What follows belongs to an exercise in optimizing a design on an open flow for small area; a production flow would make more cautious choices. Function was checked by simulation only, so behaviour that the tests miss may differ from the original. Power and IR drop assume default switching activity.

// mx_caster
module mx_caster (
    input  wire         clk,
    input  wire         rst,
    input  wire         in_valid,
    input  wire [3:0]   fmt,
    input  wire         src_fp16,
    input  wire [511:0] in_data,
    output reg          out_valid,
    output reg  [7:0]   out_scale,
    output reg  [255:0] out_elems,
    output reg  [5:0]   out_sat
);
==> flow/config.mk <==
export PLATFORM = sky130hd
export DESIGN_NAME = mx_caster
export DESIGN_NICKNAME = mx_caster
export VERILOG_FILES = /design/flow/design.v
export SDC_FILE = /design/flow/constraint.sdc
export NUM_CORES = 8
export LEC_CHECK = 0
export CAP_MARGIN = 30
export CORE_MARGIN = 2
export CORE_UTILIZATION = 40
export CTS_BUF_LIST = sky130_fd_sc_hd__clkbuf_8
export CTS_CLUSTER_DIAMETER = 80
export CTS_CLUSTER_SIZE = 12
export SLEW_MARGIN = 30
==> flow/constraint.sdc <==
create_clock -name core_clock -period 50.0 [get_ports {clk}]
set_input_delay 10.0000 -clock core_clock [delete_from_list [all_inputs] [get_ports {clk}]]
set_output_delay 10.0000 -clock core_clock [all_outputs]
set_load 0.01 [all_outputs]
standard.sh (not shown) runs the stock make flow with config.mk's settings and CLKGATE_MAP_FILE= SYNTH_SCRIPT=/design/flow/synth_recipe.tcl, a recipe that flattens the netlist after the stock synthesis.
==> flow/flow/run.sh <==
#!/bin/bash
# Own layout flow: the standard layout (standard.sh), with these changes.
#  - Synthesis is the standard synthesis script (synth_recipe.tcl and ORFS's
#    synth.tcl) with another ABC script, without the Kogge-Stone carry mapping
#    and with ADDER_MAP_FILE empty (no adder cells placed before ABC). It runs
#    once for each flow/abc_*.script, in parallel, and the netlist with the
#    smallest cell area goes on to the layout (SYNTH_NETLIST_FILES).
#  - Ports are buffered with sky130_fd_sc_hd__buf_1.
# Each tool's output goes to a log in this folder: own/<script>/..., own/*.log,
# flow.log and orfs/logs.
set -euo pipefail
W=$(pwd)
F=${FLOW_HOME:-/OpenROAD-flow-scripts/flow}
mkdir -p "$W/own"
pids=()
names=()
for s in "$W"/flow/abc_*.script; do
  n=$(basename "$s" .script)
  names+=("$n")
  sed -e "s#^source \$::env(SCRIPTS_DIR)/synth_preamble.tcl\$#&\nset abc_args [list -script $s {*}\$lib_args {*}\$lib_dont_use_args]#" \
      -e 's#"-extra-map $::env(FLOW_HOME)/platforms/common/lcu_kogge_stone.v"#""#' \
      "$F/scripts/synth.tcl" > "$W/own/core_$n.tcl"
  grep -q "$s" "$W/own/core_$n.tcl"
  if grep -q lcu_kogge_stone "$W/own/core_$n.tcl"; then echo "patch failed" >&2; exit 1; fi
  sed -e "s#\$::env(SCRIPTS_DIR)/synth.tcl#$W/own/core_$n.tcl#" "$W/synth_recipe.tcl" > "$W/own/synth_$n.tcl"
  grep -q "own/core_$n.tcl" "$W/own/synth_$n.tcl"
  make -C "$F" DESIGN_CONFIG="$W/config.mk" WORK_HOME="$W/own/$n" CLKGATE_MAP_FILE= \
      "SYNTH_SCRIPT=$W/own/synth_$n.tcl" "ADDER_MAP_FILE=" synth > "$W/own/$n.log" 2>&1 &
  pids+=($!)
done
for i in "${!pids[@]}"; do
  n=${names[$i]}
  if wait "${pids[$i]}"; then
    st="$W/own/$n/reports/sky130hd/mx_caster/base/synth_stat.txt"
    a=$(grep -E "Chip area for module" "$st" 2>/dev/null | tail -1 | awk '{print $NF}' || true)
    [[ -n "$a" ]] && echo "$n $a" >> "$W/own/areas.txt"
  else
    echo "$n failed" >> "$W/own/failed.txt"
  fi
done
# the smallest netlist, among those within 20% of the median (a guard against
# a script that lost logic)
best=$(awk '{print $2, $1}' "$W/own/areas.txt" | sort -g | awk '{a[NR]=$1; n[NR]=$2} END {m=a[int((NR+1)/2)]; for (i=1;i<=NR;i++) if (a[i] >= 0.8*m) {print n[i]; exit}}')
[[ -n "$best" ]]
echo "best $best" >> "$W/own/best.txt"
cp "$W/own/$best/results/sky130hd/mx_caster/base/1_2_yosys.v" "$W/own/netlist.v"
bash "$W/standard.sh" "SYNTH_NETLIST_FILES=$W/own/netlist.v" \
    "BUFFER_PORTS_ARGS=-buffer_cell sky130_fd_sc_hd__buf_1" finish > "$W/flow.log" 2>&1
==> flow/flow/abc_h1.script <==
strash
&get -n
&deepsyn -T 700 -S 3
&deepsyn -T 700 -S 11
&deepsyn -T 700 -S 5
&put
dch -f
amap -x -A 32 -F 16
topo
==> flow/flow/abc_h2.script <==
strash
&get -n
&deepsyn -T 700 -S 41
&deepsyn -T 700 -S 7
&deepsyn -T 700 -S 13
&put
dch -f
amap -x -A 32 -F 16
topo
==> flow/flow/abc_h3.script <==
strash
&get -n
&deepsyn -T 700 -S 19
&deepsyn -T 700 -S 17
&deepsyn -T 700 -S 23
&put
dch -f
amap -x -A 32 -F 16
topo
==> flow/flow/abc_h4.script <==
strash
&get -n
&deepsyn -T 700 -S 53
&deepsyn -T 700 -S 29
&deepsyn -T 700 -S 31
&put
dch -f
amap -x -A 32 -F 16
topo
==> flow/flow/abc_h5.script <==
strash
&get -n
&deepsyn -T 700 -S 47
&deepsyn -T 700 -S 37
&deepsyn -T 700 -S 43
&put
dch -f
amap -x -A 32 -F 16
topo
==> flow/flow/abc_h6.script <==
strash
&get -n
&deepsyn -T 700 -S 59
&deepsyn -T 700 -S 61
&deepsyn -T 700 -S 67
&put
dch -f
amap -x -A 32 -F 16
topo
==> flow/flow/abc_h7.script <==
strash
&get -n
&deepsyn -T 700 -S 2
&deepsyn -T 700 -S 71
&deepsyn -T 700 -S 73
&put
dch -f
amap -x -A 32 -F 16
topo
==> flow/flow/abc_h8.script <==
strash
&get -n
&deepsyn -T 700 -S 17
&deepsyn -T 700 -S 79
&deepsyn -T 700 -S 83
&put
dch -f
amap -x -A 32 -F 16
topo
The baseline completed without violations.
==> next run, changes <==
==> flow/flow/abc_d0.script (new file) <==
strash
&get -n
&deepsyn -T 900 -S 3
&put
dch -f
amap
topo
==> flow/flow/abc_d1.script (new file) <==
strash
&get -n
&deepsyn -T 900 -S 2
&put
dch -f
amap
topo
==> flow/flow/abc_d2.script (new file) <==
strash
&get -n
&deepsyn -T 900 -S 7
&put
dch -f
amap
topo
==> flow/flow/abc_d3.script (new file) <==
strash
&get -n
&fraig -x
&put
scorr
dc2
dretime
strash
&get -n
&deepsyn -T 900 -S 5
&put
dch -f
amap
topo
==> flow/flow/abc_d4.script (new file) <==
strash
&get -n
&deepsyn -T 900 -S 11
&put
dch -f
amap
topo
==> flow/flow/abc_s19.script (new file) <==
strash
&get -n
&fraig -x
&put
scorr
dc2
dretime
strash
&get -n
&dch -f
&nf -R 1000
&put
strash
dch -f
amap
topo
==> flow/flow/abc_s25.script (new file) <==
strash
&get -n
&fraig -x
&put
scorr
dc2
dretime
strash
dch -f
amap
strash
dch -f
amap
topo
==> flow/flow/abc_s27.script (new file) <==
strash
&get -n
&fraig -x
&put
scorr
dc2
dc2
dretime
strash
dch -f
amap -F 2 -A 8
topo
Settings changed: CAP_MARGIN 30 to 20, CORE_UTILIZATION 40 to 50, CTS_BUF_LIST sky130_fd_sc_hd__clkbuf_8 to sky130_fd_sc_hd__clkbuf_4, CTS_CLUSTER_DIAMETER 80 to not set, CTS_CLUSTER_SIZE 12 to not set, SLEW_MARGIN 30 to 20.
removed: flow/flow/abc_h1.script
removed: flow/flow/abc_h2.script
removed: flow/flow/abc_h3.script
removed: flow/flow/abc_h4.script
removed: flow/flow/abc_h5.script
removed: flow/flow/abc_h6.script
removed: flow/flow/abc_h7.script
removed: flow/flow/abc_h8.script
The changed run completed with no timing, DRC or antenna violations.
Global-route usage goes up by 9.1 points.
Worst hold slack loses 0.30 ns.
Power rises by 11%.
==> next run, changes <==
==> flow/flow/abc_f17.script (new file) <==
strash
&get -n
&deepsyn -T 1200 -S 17
&put
dch -f
amap -x -A 32 -F 16
topo
==> flow/flow/abc_f19.script (new file) <==
strash
&get -n
&deepsyn -T 1200 -S 19
&put
dch -f
amap -x -A 32 -F 16
topo
==> flow/flow/abc_f2.script (new file) <==
strash
&get -n
&deepsyn -T 1200 -S 2
&put
dch -f
amap -x -A 32 -F 16
topo
==> flow/flow/abc_f29.script (new file) <==
strash
&get -n
&deepsyn -T 1200 -S 29
&put
dch -f
amap -x -A 32 -F 16
topo
==> flow/flow/abc_f3.script (new file) <==
strash
&get -n
&deepsyn -T 1200 -S 3
&put
dch -f
amap -x -A 32 -F 16
topo
==> flow/flow/abc_f31.script (new file) <==
strash
&get -n
&deepsyn -T 1200 -S 31
&put
dch -f
amap -x -A 32 -F 16
topo
==> flow/flow/abc_f37.script (new file) <==
strash
&get -n
&deepsyn -T 1200 -S 37
&put
dch -f
amap -x -A 32 -F 16
topo
==> flow/flow/abc_f41.script (new file) <==
strash
&get -n
&deepsyn -T 1200 -S 41
&put
dch -f
amap -x -A 32 -F 16
topo
Settings changed: CORE_UTILIZATION 50 to 40, CTS_BUF_LIST sky130_fd_sc_hd__clkbuf_4 to sky130_fd_sc_hd__clkbuf_8, CTS_CLUSTER_DIAMETER set to 80, CTS_CLUSTER_SIZE set to 12.
removed: flow/flow/abc_d0.script
removed: flow/flow/abc_d1.script
removed: flow/flow/abc_d2.script
removed: flow/flow/abc_d3.script
removed: flow/flow/abc_d4.script
removed: flow/flow/abc_s19.script
removed: flow/flow/abc_s25.script
removed: flow/flow/abc_s27.script
Outcome: Setup slack improves by 3.3 ns. Die area is higher by a quarter to a third. Count of clock-buffer cells in the layout went down by 84.
==> next run, changes <==
==> flow/flow/abc_f43.script (new file) <==
strash
&get -n
&deepsyn -T 1200 -S 43
&put
dch -f
amap -x -A 32 -F 16
topo
==> flow/flow/abc_f47.script (new file) <==
strash
&get -n
&deepsyn -T 1200 -S 47
&put
dch -f
amap -x -A 32 -F 16
topo
==> flow/flow/abc_f53.script (new file) <==
strash
&get -n
&deepsyn -T 1200 -S 53
&put
dch -f
amap -x -A 32 -F 16
topo
==> flow/flow/abc_f59.script (new file) <==
strash
&get -n
&deepsyn -T 1200 -S 59
&put
dch -f
amap -x -A 32 -F 16
topo
Settings changed: CAP_MARGIN 20 to 35, SLEW_MARGIN 20 to 35.
removed: flow/flow/abc_f2.script
removed: flow/flow/abc_f29.script
removed: flow/flow/abc_f31.script
removed: flow/flow/abc_f37.script
What happened: The changed run finished clean. Hold slack got worse by 0.0058 ns. Clock power is higher by roughly a tenth. Power is lower by roughly a tenth. Final area is higher slightly. Sequential power is lower by a few percent. Sequential share of layout area stays flat. Maximum frequency is lower by a few percent. Core utilization is higher by 0.17 points. Final cell count stays flat. Sequential cell count does not change.
==> next run, changes <==
==> flow/flow/abc_e11.script (new file) <==
strash
&get -n
&deepsyn -T 1200 -S 11
&put
dch -f
amap
topo
==> flow/flow/abc_e13.script (new file) <==
strash
&get -n
&deepsyn -T 1200 -S 13
&put
dch -f
amap
topo
==> flow/flow/abc_e17.script (new file) <==
strash
&get -n
&deepsyn -T 1200 -S 17
&put
dch -f
amap
topo
==> flow/flow/abc_e2.script (new file) <==
strash
&get -n
&deepsyn -T 1200 -S 2
&put
dch -f
amap
topo
==> flow/flow/abc_e3.script (new file) <==
strash
&get -n
&deepsyn -T 1200 -S 3
&put
dch -f
amap
topo
==> flow/flow/abc_e7.script (new file) <==
strash
&get -n
&deepsyn -T 1200 -S 7
&put
dch -f
amap
topo
==> flow/flow/abc_s24.script (new file) <==
strash
&get -n
&fraig -x
&put
scorr
dc2
dretime
strash
dch -f
amap -m
topo
==> flow/flow/abc_s25.script (new file) <==
strash
&get -n
&fraig -x
&put
scorr
dc2
dretime
strash
dch -f
amap
strash
dch -f
amap
topo
Settings changed: CAP_MARGIN 35 to 20, CORE_UTILIZATION 40 to 50, SLEW_MARGIN 35 to 20.
removed: flow/flow/abc_f17.script
removed: flow/flow/abc_f19.script
removed: flow/flow/abc_f3.script
removed: flow/flow/abc_f41.script
removed: flow/flow/abc_f43.script
removed: flow/flow/abc_f47.script
removed: flow/flow/abc_f53.script
removed: flow/flow/abc_f59.script
The changed run finished with timing, DRC and antenna clean; synthesized area increases by about 1%; maximum frequency is about the same; setup slack got worse by 0.0076 ns; combinational power increases by about 16%; cell area hardly moves; routed wire length decreases by 5.1%; core utilization increases by 11 points; die area decreases by 19%; count of clock-buffer cells in the layout decreases by 4; total power increases by about 14%; non-clock buffer count decreases by 9.
==> next run, changes <==
==> flow/flow/abc_s19.script (new file) <==
strash
&get -n
&fraig -x
&put
scorr
dc2
dretime
strash
&get -n
&dch -f
&nf -R 1000
&put
strash
dch -f
amap
topo
==> flow/flow/abc_s27.script (new file) <==
strash
&get -n
&fraig -x
&put
scorr
dc2
dc2
dretime
strash
dch -f
amap -F 2 -A 8
topo
removed: flow/flow/abc_e11.script
removed: flow/flow/abc_e13.script
removed: flow/flow/abc_e17.script
removed: flow/flow/abc_e2.script
removed: flow/flow/abc_e3.script
removed: flow/flow/abc_e7.script
Outcome:
- The changed run completed with no timing, DRC or antenna violations
- setup slack is better by 0.30 ns
- global-route usage shrinks by 8.6 points
- combinational power falls by 36%
- core utilization decreases by 1.1 points
- clock-buffer cell count grows by 1
- hold slack improved by 0.035 ns
- design area goes up by 2.4%
- clock power decreases by about 8%
- synthesized area increases by 3.7%

-- static timing again, ports no longer ideal --
No port has a modelled driver above. Below, the same layouts with a new extraction and two added sets of constraints.
Step 1 (the two cells are an assumption about what drives the block):
set clk [get_ports {clk}]
set_driving_cell -lib_cell sky130_fd_sc_hd__clkbuf_16 $clk
set_driving_cell -lib_cell sky130_fd_sc_hd__buf_2 [delete_from_list [all_inputs] $clk]
Step 2, shift: input delay + t, output delay - t, t = (earliest + latest rising clock arrival at the registers) / 2. This alone moves slack from input paths to output paths.
Slacks: ideal ports / drivers / drivers and shift; pairs: ideal ports / drivers.
run | shift t [ns] | setup slack, ns | latest minus earliest clock arrival (ns)
the first run | 0.835 | 8.931 / 8.948 / 8.113 | 0.035 / 0.035
the second run | 1.123 | 7.184 / 7.242 / 6.119 | 0.057 / 0.058
the third run | 0.810 | 10.524 / 10.524 / 9.713 | 0.023 / 0.023
the fourth run | 0.833 | 9.526 / 9.585 / 8.752 | 0.046 / 0.046
the fifth run | 0.851 | 9.518 / 9.517 / 8.665 | 0.047 / 0.047
the sixth run | 0.809 | 9.819 / 9.775 / 8.966 | 0.088 / 0.088
After both steps setup and hold are still met in every run listed. The setup slack of the second run, which loses most, moves by +0.058 ns with the drivers and by -1.065 ns with both steps.
